Source: an optimization exercise on an open RTL-to-GDS flow (aim: small area, a short achievable clock period and few clock cycles). Production flows keep margins and buffers that such runs may drop. The RTL was checked by simulation tests, not by an equivalence proof against the original design. No activity file was given, so power comes from the tool's default toggle rates.

build 69:
Design rill_cost, start of the top module:
module rill_cost (
    input  wire        clk,
    input  wire        rst,         
    input  wire        in_valid,
    output wire        in_ready,
    input  wire [11:0] in_data,
    input  wire        in_lg,       
    input  wire        in_last,     
    output reg         grp_valid,
    output reg  [3:0]  grp_k0,
    output reg  [3:0]  grp_k1,
    output reg  [3:0]  grp_k2,
    output reg         res_valid,
    output reg  [1:0]  res_pred,
    output reg  [15:0] res_len
);
    assign in_ready = 1'b1;
    reg        r_rst;
    reg        r_v;
    reg        r_lg;
    reg        r_last;
    reg [11:0] r_x;
    always @(posedge clk) begin
        r_rst  <= rst;
        r_v    <= in_valid;
        r_lg   <= in_lg;
        r_last <= in_last;
        r_x    <= in_data;
    end
    wire v = r_v & ~r_rst;
    reg        in_blk;       
    reg        cur_lg;       
    reg        fresh;        
    reg [11:0] x0;           
    reg [11:0] xp1;          
    reg [11:0] xp2;          
    reg [3:0]  gc;           
    wire ns = v & (~in_blk | (r_lg != cur_lg));    
    wire vr = v & ~ns;                              
    wire [3:0] gc_base = fresh ? 4'd0 : gc;
    wire       gdone   = vr & ((gc_base == 4'd15) | r_last);
    wire [12:0] e0 = {1'b0, r_x} - {1'b0, x0};
    wire [12:0] e1 = {1'b0, r_x} - {1'b0, xp1};
    wire [13:0] e2 = {2'b0, r_x} + {2'b0, xp2} - {1'b0, xp1, 1'b0};
    wire [13:0] z0 = {1'b0, {e0[11:0], 1'b0} ^ {13{e0[12]}}};
    wire [13:0] z1 = {1'b0, {e1[11:0], 1'b0} ^ {13{e1[12]}}};
    wire [13:0] z2 = {e2[12:0], 1'b0} ^ {14{e2[13]}};
    function [4:0] code_bits(input [13:0] zz, input integer k);
        reg [13:0] q;
        begin
            q = zz >> k;
            if (q < 16) code_bits = q[4:0] + 5'd1 + k;
            else        code_bits = 5'd30;
        end
    endfunction
    wire [7:0] acc [0:41];
    genvar gp, gk;
    generate
        for (gp = 0; gp < 3; gp = gp + 1) begin : g_p
            wire [13:0] zp = (gp == 0) ? z0 : (gp == 1) ? z1 : z2;
            for (gk = 0; gk < 14; gk = gk + 1) begin : g_k
                if (gp < 2 && gk == 13) begin : g_fix
  ...
Settings: LEC_CHECK=0, ABC_AREA=1, CAP_MARGIN=20, CORE_MARGIN=2, CORE_UTILIZATION=40, CTS_CLUSTER_DIAMETER=80, CTS_CLUSTER_SIZE=30, SLEW_MARGIN=20; clock period 42.0 ns.
standard.sh (not shown) runs the stock make flow with config.mk's settings and CLKGATE_MAP_FILE= SYNTH_SCRIPT=/design/flow/synth_recipe.tcl, a recipe that flattens the netlist after the stock synthesis.
==> flow/flow/run.sh <==
#!/bin/bash
set -euo pipefail
HERE=$(pwd)
R=$HERE/orfs/results/sky130hd/rill_cost/base
ARGS=("BUFFER_PORTS_ARGS=-buffer_cell sky130_fd_sc_hd__buf_2"
      SETUP_SLACK_MARGIN=32.5 TNS_END_PERCENT=100)

bash standard.sh "${ARGS[@]}" synth > standard_synth.log 2>&1

cp "$R/1_2_yosys.v" "$HERE/standard_synth.v"
YOSYS=yosys
[[ -x "$FLOW_HOME/../tools/install/yosys/bin/yosys" ]] && YOSYS="$FLOW_HOME/../tools/install/yosys/bin/yosys"
DONT_USE=$(sed -n '/^export DONT_USE_CELLS/,/^$/p' "$FLOW_HOME/platforms/sky130hd/config.mk" | grep -o 'sky130_fd_sc_hd__[a-z0-9_]*' | tr '\n' ' ')
LIB_FILE="$FLOW_HOME/platforms/sky130hd/lib/sky130_fd_sc_hd__tt_025C_1v80.lib" \
STD_NETLIST="$HERE/standard_synth.v" OUT_NETLIST="$R/1_2_yosys.v" TOP="$FLOW_TOP" \
DONT_USE="$DONT_USE" ABC_D=6500 ABC_SCRIPT="$HERE/flow/remap.abc" \
    "$YOSYS" -c "$HERE/flow/remap.tcl" > remap.log 2>&1
rm -f "$R/1_synth.odb" "$R/1_synth.sdc"

bash standard.sh "${ARGS[@]}" finish > standard_finish.log 2>&1
==> flow/flow/remap.abc <==
strash
&get -n
&fraig -x
&put
scorr
dc2
strash
&get -n
&st
&dch -f -C 200
&nf -R 1000 -E 100 -C 32
&put
topo
stime -c
buffer -c
upsize -c -D 7000
dnsize -c -D 7000
Other scripts of this flow, unchanged in this note and not shown: flow/flow/remap.tcl
Testbench counts of build 69, summed over its fixed seeds: cycles 81,576.
diff inputs: build 69 => build 54
diff --git a/flow/flow/run.sh b/flow/flow/run.sh
--- a/flow/flow/run.sh
+++ b/flow/flow/run.sh
@@ -6 +6,2 @@
-      SETUP_SLACK_MARGIN=32.5 TNS_END_PERCENT=100)
+      SETUP_SLACK_MARGIN=32.5 TNS_END_PERCENT=100
+      "CTS_ARGS=-sink_clustering_enable -repair_clock_nets -sink_clustering_size 30 -sink_clustering_max_diameter 80 -dont_use_dummy_load")
diff --git a/flow/flow/remap.abc b/flow/flow/remap.abc
--- a/flow/flow/remap.abc
+++ b/flow/flow/remap.abc
@@ -16,2 +16 @@
-upsize -c -D 7000
-dnsize -c -D 7000
+dnsize -c
[summary]
grp_k0[0] as the source of the critical timing path was reported by build 54, and grp_k0[3] by build 69. Looking at clock latency on the worst-skew pair, build 54 sits 0.02 ns below build 69. Of build 54 and build 69, build 69 shows the lower count of routing violations after the opening detailed-route iteration, with build 54 above it. Between build 69 and build 54, the placed cell area does not differ in any meaningful way. Routed wirelength normalized by instance count across build 54 and build 69: no real change. Comparing build 54 and build 69, global-route usage is higher on build 69. Relative contribution of sequential cells to total power: build 54 vs build 69 up 2.2 points.
diff inputs: build 54 => build 33
diff --git a/flow/flow/run.sh b/flow/flow/run.sh
--- a/flow/flow/run.sh
+++ b/flow/flow/run.sh
@@ -6,2 +6 @@
-      SETUP_SLACK_MARGIN=32.5 TNS_END_PERCENT=100
-      "CTS_ARGS=-sink_clustering_enable -repair_clock_nets -sink_clustering_size 30 -sink_clustering_max_diameter 80 -dont_use_dummy_load")
+      SETUP_SLACK_MARGIN=32.5 TNS_END_PERCENT=100)
diff --git a/flow/flow/remap.abc b/flow/flow/remap.abc
--- a/flow/flow/remap.abc
+++ b/flow/flow/remap.abc
@@ -15,0 +16 @@
+upsize -c
diff --git a/flow/config.mk b/flow/config.mk
--- a/flow/config.mk
+++ b/flow/config.mk
@@ -12,2 +12,2 @@
-export CTS_CLUSTER_DIAMETER = 80
-export CTS_CLUSTER_SIZE = 30
+export CTS_CLUSTER_DIAMETER = 60
+export CTS_CLUSTER_SIZE = 50
- Number of buffers outside the clock class in the layout in build 33 is 1.2% higher than in build 54
- Row depth of the worst register-to-register path: build 33 lower / build 54 higher
- Compared to build 54, build 33 leaves less free space in the core.
- Diff build 54 -> build 33 | fraction of standard cell area that is sequential | decrease of 1.2 points
- Of the two candidates, build 54 has the better post-layout instance area and build 33 the worse one.
The following lists how build 87 was set up differently from build 33:
diff --git a/flow/config.mk b/flow/config.mk
--- a/flow/config.mk
+++ b/flow/config.mk
@@ -12,2 +12,2 @@
-export CTS_CLUSTER_DIAMETER = 60
-export CTS_CLUSTER_SIZE = 50
+export CTS_CLUSTER_DIAMETER = 80
+export CTS_CLUSTER_SIZE = 30
Results
- Wire length of the first global-routing pass: build 87 lower than build 33
- Diff build 33 -> build 87: buffering overhead closely matched the old numbers; wire length after detailed routing decreased by 0.76% relative to the old numbers; share of post-route cells with drive strength above 1 decreased by 0.93 points relative to the old numbers; worst setup slack increased by 0.010 ns relative to the old numbers.
Inputs modified between build 87 and build 56:
diff --git a/flow/flow/run.sh b/flow/flow/run.sh
--- a/flow/flow/run.sh
+++ b/flow/flow/run.sh
@@ -6 +6,2 @@
-      SETUP_SLACK_MARGIN=32.5 TNS_END_PERCENT=100)
+      SETUP_SLACK_MARGIN=32.5 TNS_END_PERCENT=100
+      "CTS_ARGS=-sink_clustering_enable -repair_clock_nets -sink_clustering_size 30 -sink_clustering_max_diameter 80 -dont_use_dummy_load")
diff --git a/flow/flow/remap.abc b/flow/flow/remap.abc
--- a/flow/flow/remap.abc
+++ b/flow/flow/remap.abc
@@ -16 +15,0 @@
-upsize -c
Notes after the runs:
Build 56: all stages complete, timing, DRC and antenna checks passed
Diff build 87..build 56 | power dissipated in combinational cells | negligible
Final standard cell area without fillers in build 56 is about 1.6% below build 87.
Build 56 — buffer count excluding the clock tree in the final layout 1 lower, build 87 as reference
On clock network area share, the lower figure sits with build 56, not build 87.
Summary — final worst clock skew, build 56 relative to build 87: higher, by 0.023 ns.
met2 routed wirelength shrinks slightly when moving from build 87 to build 56.
Wire length reported by the detailed router improves in build 56 relative to build 87.
### build 56 -> build 80
diff --git a/flow/flow/run.sh b/flow/flow/run.sh
--- a/flow/flow/run.sh
+++ b/flow/flow/run.sh
@@ -7 +7 @@
-      "CTS_ARGS=-sink_clustering_enable -repair_clock_nets -sink_clustering_size 30 -sink_clustering_max_diameter 80 -dont_use_dummy_load")
+      "CTS_ARGS=-sink_clustering_enable -repair_clock_nets -sink_clustering_size 30 -sink_clustering_max_diameter 80 -dont_use_dummy_load -distance_between_buffers 300 -branching_point_buffers_distance 300")
==> comparison <==
Sequential cell count of the final layout came out exactly the same in build 56 and build 80. On final cell count, build 56 and build 80 are neck and neck. Re worst-case clock buffer depth: no difference whatsoever between build 56 and build 80. From build 56 to build 80, final RePlAce weighted congestion did not move at all. As far as number of buffers added to fix hold violations after cts goes, build 80 and build 56 are indistinguishable; the numbers are identical. Comparing build 80 against build 56, there is no change at all in routed length on met3. Diff build 56..build 80 | hold slack | unchanged. Pin count of the biggest net entering global routing: build 56 vs build 80 — no meaningful difference. Build 80 -> build 56: number of optimization iterations in the first detailed-route pass delta 0, exact match.

* * *

rill_cost, a different RTL version from the one above (not shown whole).
For scale: ~4900 cells after synthesis, roughly 510 flip-flops, roughly 50 I/O pins.
// rill_cost
module rill_cost (
    input  wire        clk,
    input  wire        rst,         
    input  wire        in_valid,
    output wire        in_ready,
    input  wire [11:0] in_data,
    input  wire        in_lg,       
    input  wire        in_last,     
    output reg         grp_valid,
    output reg  [3:0]  grp_k0,
    output reg  [3:0]  grp_k1,
    output reg  [3:0]  grp_k2,
    output reg         res_valid,
    output reg  [1:0]  res_pred,
    output reg  [15:0] res_len
);
export LEC_CHECK = 0
export ABC_AREA = 1
export CAP_MARGIN = 20
export CORE_MARGIN = 2
export CORE_UTILIZATION = 40
export CTS_CLUSTER_DIAMETER = 100
export CTS_CLUSTER_SIZE = 40
export SLEW_MARGIN = 20
create_clock -name core_clock -period 42.0 [get_ports {clk}]
==> flow/flow/run.sh <==
#!/bin/bash
set -euo pipefail
bash standard.sh \
    "BUFFER_PORTS_ARGS=-buffer_cell sky130_fd_sc_hd__buf_2" \
    finish > standard_flow.log 2>&1
Testbench counts at the start, summed over its fixed seeds: cycles 81,576.
Then changed:
CTS_CLUSTER_DIAMETER = unset   (was 100)
CTS_CLUSTER_SIZE = unset   (was 40)
Outcome: The new run ran to the end with no violations; design area increases by about 2.7%; clock-buffer cell count came out higher by 59; fmax came out higher by 0.64%; area after synthesis is unchanged; via count went up by about 0.9%; synthesized cell count is unchanged.

* * *

## job 350
The RTL this note starts from:
==> flow/design.v <==
module rill_cost (
    input  wire        clk,
    input  wire        rst,         
    input  wire        in_valid,
    output wire        in_ready,
    input  wire [11:0] in_data,
    input  wire        in_lg,       
    input  wire        in_last,     
    output reg         grp_valid,
    output reg  [3:0]  grp_k0,
    output reg  [3:0]  grp_k1,
    output reg  [3:0]  grp_k2,
    output reg         res_valid,
    output reg  [1:0]  res_pred,
    output reg  [15:0] res_len
);
    assign in_ready = 1'b1;
    reg        r_rst;
    reg        r_v;
    reg        r_lg;
    reg        r_last;
    reg [11:0] r_x;
    always @(posedge clk) begin
        r_rst  <= rst;
        r_v    <= in_valid;
        r_lg   <= in_lg;
        r_last <= in_last;
        r_x    <= in_data;
    end
    wire v = r_v & ~r_rst;
    reg        in_blk;       
    reg        cur_lg;       
    reg        fresh;        
    reg [11:0] x0;           
    reg [11:0] xp1;          
    reg [11:0] xp2;          
    reg [3:0]  gc;           
    wire ns = v & (~in_blk | (r_lg != cur_lg));    
    wire vr = v & ~ns;                              
    wire [3:0] gc_base = fresh ? 4'd0 : gc;
    wire       gdone   = vr & ((gc_base == 4'd15) | r_last);
    wire [12:0] e0 = {1'b0, r_x} - {1'b0, x0};
    wire [12:0] e1 = {1'b0, r_x} - {1'b0, xp1};
    wire [13:0] e2 = {2'b0, r_x} + {2'b0, xp2} - {1'b0, xp1, 1'b0};
    wire [13:0] z0 = {1'b0, {e0[11:0], 1'b0} ^ {13{e0[12]}}};
    wire [13:0] z1 = {1'b0, {e1[11:0], 1'b0} ^ {13{e1[12]}}};
    wire [13:0] z2 = {e2[12:0], 1'b0} ^ {14{e2[13]}};
    function [4:0] code_bits(input [13:0] zz, input integer k);
        reg [13:0] q;
        begin
            q = zz >> k;
            if (q < 16) code_bits = q[4:0] + 5'd1 + k;
            else        code_bits = 5'd30;
        end
    endfunction
    wire [7:0] acc [0:41];
    genvar gp, gk;
    generate
        for (gp = 0; gp < 3; gp = gp + 1) begin : g_p
            wire [13:0] zp = (gp == 0) ? z0 : (gp == 1) ? z1 : z2;
            for (gk = 0; gk < 14; gk = gk + 1) begin : g_k
                if (gp < 2 && gk == 13) begin : g_fix
                    assign acc[gp*14+gk] = 8'd0;
                end else begin : g_acc
                    reg  [7:0] a;
                    wire [4:0] cb  = vr ? code_bits(zp, gk) : 5'd0;
                    wire [7:0] av = fresh ? 8'd0 : a;
                    wire [7:0] bv = {3'd0, cb};
                    wire [8:0] c;
                    wire [7:0] s;
                    assign c[0] = 1'b0;
                    genvar gb;
                    for (gb = 0; gb < 8; gb = gb + 1) begin : g_b
                        assign s[gb]   = av[gb] ^ bv[gb] ^ c[gb];
                        assign c[gb+1] = (av[gb] & bv[gb]) | (c[gb] & (av[gb] ^ bv[gb]));
                    end
                    if ((gp < 2 && gk >= 11) || gk == 13) begin : g_nosat
                        always @(posedge clk) a <= s;
                    end else begin : g_sat
                        always @(posedge clk) a <= s | {8{c[8]}};
                    end
                    assign acc[gp*14+gk] = a;
                end
            end
        end
    endgenerate
    reg cl;      
    reg res2;    
    reg ns2;     
    reg last2;   
    always @(posedge clk) begin
        if (r_rst) begin
            in_blk <= 1'b0;
            cur_lg <= 1'b0;
            fresh  <= 1'b1;
            gc     <= 4'd0;
            cl     <= 1'b0;
            res2   <= 1'b0;
            ns2    <= 1'b0;
            last2  <= 1'b0;
        end else begin
            cl    <= gdone | (ns & ~fresh);
            res2  <= vr;
            ns2   <= ns;
            last2 <= v & r_last;
            gc    <= gc_base + {3'd0, vr};
            if (ns)      fresh <= 1'b1;
            else if (vr) fresh <= gdone;
            if (v) begin
                in_blk <= ~r_last;
                cur_lg <= r_lg;
            end
        end
        if (v) begin
            xp1 <= r_x;
            xp2 <= ns ? r_x : xp1;
            if (ns) x0 <= r_x;
        end
    end
    function [11:0] argmin14(input [111:0] c, input [13:0] en);    
        reg [13:0] cand, bh, bl;
        reg [7:0]  mv;
        reg        ah, al, x0, x1;
        reg [3:0]  k;
        integer i, j;
        begin
            cand = en;
            for (j = 7; j >= 1; j = j - 2) begin
                for (i = 0; i < 14; i = i + 1) begin
                    bh[i] = c[i*8+j];
                    bl[i] = c[i*8+j-1];
                end
                ah = |(cand & ~bh);
                x0 = |(cand & ~bh & ~bl);
                x1 = |(cand & ~bl);
                al = ah ? x0 : x1;
                mv[j]   = ~ah;
                mv[j-1] = ~al;
                cand = cand & ~(bh & {14{ah}}) & ~(bl & {14{al}});
            end
            k = 4'd0;
            for (i = 13; i >= 0; i = i - 1)
                if (cand[i]) k = i;
            argmin14 = {k, mv};
        end
    endfunction
    wire [111:0] cost0, cost1, cost2;
    generate
        for (gk = 0; gk < 13; gk = gk + 1) begin : g_cost
            assign cost0[gk*8 +: 8] = acc[gk];
            assign cost1[gk*8 +: 8] = acc[14+gk];
        end
        for (gk = 0; gk < 14; gk = gk + 1) begin : g_cost2
            assign cost2[gk*8 +: 8] = acc[28+gk];
        end
    endgenerate
    assign cost0[111:104] = 8'd0;
    assign cost1[111:104] = 8'd0;
    wire [11:0] am0 = argmin14(cost0, 14'h1fff);
    wire [11:0] am1 = argmin14(cost1, 14'h1fff);
    wire [11:0] am2 = argmin14(cost2, 14'h3fff);
    reg        res3;         
    reg        ns3;          
    reg        last3;        
    reg [7:0]  mv0, mv1, mv2;        
    always @(posedge clk) begin
        if (r_rst) begin
            grp_valid <= 1'b0;
            res3      <= 1'b0;
            ns3       <= 1'b0;
            last3     <= 1'b0;
        end else begin
            grp_valid <= cl;
            res3      <= res2;
            ns3       <= ns2;
            last3     <= last2;
        end
        grp_k0 <= am0[11:8];
        grp_k1 <= am1[11:8];
        grp_k2 <= am2[11:8];
        mv0 <= (cl & ~r_rst) ? am0[7:0] : 8'd0;
        mv1 <= (cl & ~r_rst) ? am1[7:0] : 8'd0;
        mv2 <= (cl & ~r_rst) ? am2[7:0] : 8'd0;
    end
    wire       cl3 = |mv0;
    function [14:0] radd15(input [14:0] x, input [14:0] y);
        reg c;
        integer i;
        begin
            c = 1'b0;
            for (i = 0; i < 15; i = i + 1) begin
                radd15[i] = x[i] ^ y[i] ^ c;
                c = (x[i] & y[i]) | (c & (x[i] ^ y[i]));
            end
        end
    endfunction
    reg        start;        
    reg        fin;          
    reg [14:0] tot0, tot1, tot2;     
    reg [12:0] dq;           
    reg [7:0]  cq;           
    always @(posedge clk) begin
        if (r_rst) begin
            start <= 1'b1;
            fin   <= 1'b0;
        end else begin
            start <= last3;
            fin   <= last3;
        end
        tot0 <= radd15(start ? 15'd0 : tot0, {7'd0, mv0});
        tot1 <= radd15(start ? 15'd0 : tot1, {7'd0, mv1});
        tot2 <= radd15(start ? 15'd0 : tot2, {7'd0, mv2});
        dq   <= (start ? 13'd0 : dq) + (res3 ? 13'd3 : 13'd0) - (cl3 ? 13'd1 : 13'd0);
        cq   <= (start ? 8'd0 : cq) + (ns3 ? 8'd3 : 8'd0) + (cl3 ? 8'd1 : 8'd0);
    end
    wire [14:0] st = {dq, 2'b00};
    wire        s01 = tot1 < tot0;
    wire [14:0] m01 = s01 ? tot1 : tot0;
    wire        s23 = st < tot2;
    wire [14:0] m23 = s23 ? st : tot2;
    wire        sf  = m23 < m01;
    wire [14:0] mn  = sf ? m23 : m01;
    always @(posedge clk) begin
        res_valid <= fin & ~r_rst;
        res_pred <= sf ? {1'b1, s23} : {1'b0, s01};
        res_len  <= {1'b0, mn} + {6'd0, cq, 2'b00};
    end
endmodule
==> flow/config.mk <==
export PLATFORM = sky130hd
export DESIGN_NAME = rill_cost
export DESIGN_NICKNAME = rill_cost
export VERILOG_FILES = /design/flow/design.v
export SDC_FILE = /design/flow/constraint.sdc
export NUM_CORES = 4
export LEC_CHECK = 0
export ABC_AREA = 1
export CAP_MARGIN = 20
export CORE_MARGIN = 2
export CORE_UTILIZATION = 40
export CTS_CLUSTER_DIAMETER = 80
export CTS_CLUSTER_SIZE = 30
export SLEW_MARGIN = 20
==> flow/constraint.sdc <==
create_clock -name core_clock -period 42.0 [get_ports {clk}]
set_input_delay 8.4000 -clock core_clock [delete_from_list [all_inputs] [get_ports {clk}]]
set_output_delay 8.4000 -clock core_clock [all_outputs]
set_load 0.01 [all_outputs]
==> flow/flow/run.sh <==
#!/bin/bash
# The standard layout with two changes to how it is made:
#  - after the standard synthesis (bash standard.sh synth, unchanged), the
#    logic between the registers is mapped to cells again by ABC with a
#    different script (flow/remap.tcl); the registers, their names and cell
#    types are the standard synthesis's;
#  - the port buffers are buf_2 cells rather than the resizer's smallest
#    buffer (a slow delay buffer).
# The constraints (constraint.sdc) are the standard flow's, unchanged. Each tool's output
# goes to a log file of its own here.
set -euo pipefail
HERE=$(pwd)
R=$HERE/orfs/results/sky130hd/rill_cost/base
ARGS=("BUFFER_PORTS_ARGS=-buffer_cell sky130_fd_sc_hd__buf_2")

bash standard.sh "${ARGS[@]}" synth > standard_synth.log 2>&1

cp "$R/1_2_yosys.v" "$HERE/standard_synth.v"
YOSYS=yosys
[[ -x "$FLOW_HOME/../tools/install/yosys/bin/yosys" ]] && YOSYS="$FLOW_HOME/../tools/install/yosys/bin/yosys"
DONT_USE=$(sed -n '/^export DONT_USE_CELLS/,/^$/p' "$FLOW_HOME/platforms/sky130hd/config.mk" | grep -o 'sky130_fd_sc_hd__[a-z0-9_]*' | tr '\n' ' ')
LIB_FILE="$FLOW_HOME/platforms/sky130hd/lib/sky130_fd_sc_hd__tt_025C_1v80.lib" \
STD_NETLIST="$HERE/standard_synth.v" OUT_NETLIST="$R/1_2_yosys.v" TOP="$FLOW_TOP" \
DONT_USE="$DONT_USE" ABC_D=6500 ABC_SCRIPT="$HERE/flow/remap.abc" \
    "$YOSYS" -c "$HERE/flow/remap.tcl" > remap.log 2>&1
rm -f "$R/1_synth.odb" "$R/1_synth.sdc"

bash standard.sh "${ARGS[@]}" finish > standard_finish.log 2>&1
Other scripts of this flow, unchanged in this note and not shown: flow/flow/remap.abc, flow/flow/remap.tcl
No stage failed in job 350, and the final checks on the layout all came back clean.
Testbench counts of job 350, summed over its fixed seeds: cycles 81,576.
> inputs changed (job 350 -> job 159)
--- a/flow/flow/run.sh
+++ b/flow/flow/run.sh
@@ -1,11 +1,2 @@
 #!/bin/bash
-# The standard layout with two changes to how it is made:
-#  - after the standard synthesis (bash standard.sh synth, unchanged), the
-#    logic between the registers is mapped to cells again by ABC with a
-#    different script (flow/remap.tcl); the registers, their names and cell
-#    types are the standard synthesis's;
-#  - the port buffers are buf_2 cells rather than the resizer's smallest
-#    buffer (a slow delay buffer).
-# The constraints (constraint.sdc) are the standard flow's, unchanged. Each tool's output
-# goes to a log file of its own here.
 set -euo pipefail
@@ -13,3 +4,4 @@
 R=$HERE/orfs/results/sky130hd/rill_cost/base
-ARGS=("BUFFER_PORTS_ARGS=-buffer_cell sky130_fd_sc_hd__buf_2")
+ARGS=("BUFFER_PORTS_ARGS=-buffer_cell sky130_fd_sc_hd__buf_2"
+      SETUP_SLACK_MARGIN=32.5 TNS_END_PERCENT=100)
 
Notes after the runs:
Between job 159 and job 350, it is job 159 whose share of the final layout cell area in multi-input gates is lower, by 0.20 points.
Job 159 vs. job 350: worst relative slew slack saw little to no change, number of filler instances in the final layout saw a decrease, layout overhead on the synthesized area saw an increase, clock period minus worst slack saw a decrease, final non-filler cell area saw an increase.
From job 350 to job 159, number of cells after detailed placement did not move at all.
For job 350, the start point of the critical path was grp_k0[0], unlike job 159, where it was grp_k0[2].
There was hardly any difference in total power of the final layout between job 159 and job 350.

==> re-timing with driven ports <==
In the flow no input, the clock included, has a driving cell. The finished layouts below were timed again as built, in two steps. Step 1 (the two cells are an assumption about what drives the block):
set clk [get_ports {clk}]
set_driving_cell -lib_cell sky130_fd_sc_hd__clkbuf_16 $clk
set_driving_cell -lib_cell sky130_fd_sc_hd__buf_2 [delete_from_list [all_inputs] $clk]
Step 2 also shifts input and output timing later by t, the mid clock arrival at the registers, as if the neighbouring blocks saw the same clock. Three values: ideal ports, drivers, drivers and shift; two values: the first two.
run	t, ns	setup WS [ns]	worst hold slack (ns)	clock arrival spread, ns
build 69	0.653	32.548 / 32.480 / 33.134	0.339 / 0.339 / 0.339	0.047 / 0.047
build 54	0.625	32.573 / 32.508 / 33.118	0.330 / 0.330 / 0.330	0.064 / 0.064
build 33	0.679	32.523 / 32.456 / 32.976	0.319 / 0.319 / 0.319	0.035 / 0.034
build 87	0.652	32.533 / 32.466 / 32.963	0.332 / 0.332 / 0.332	0.040 / 0.040
build 56	0.625	32.573 / 32.508 / 33.118	0.330 / 0.330 / 0.330	0.064 / 0.064
build 80	0.625	32.573 / 32.508 / 33.118	0.330 / 0.330 / 0.330	0.064 / 0.064
the first run of note 2	0.701	32.491 / 32.427 / 33.128	0.420 / 0.420 / 0.420	0.058 / 0.058
the second run of note 2	0.677	32.551 / 32.484 / 33.162	0.418 / 0.418 / 0.418	0.037 / 0.037
job 350	0.652	32.482 / 32.420 / 32.627	0.450 / 0.450 / 0.450	0.042 / 0.042
job 159	0.652	32.529 / 32.466 / 33.118	0.454 / 0.454 / 0.454	0.043 / 0.042
After both steps setup and hold are still met in every run listed.
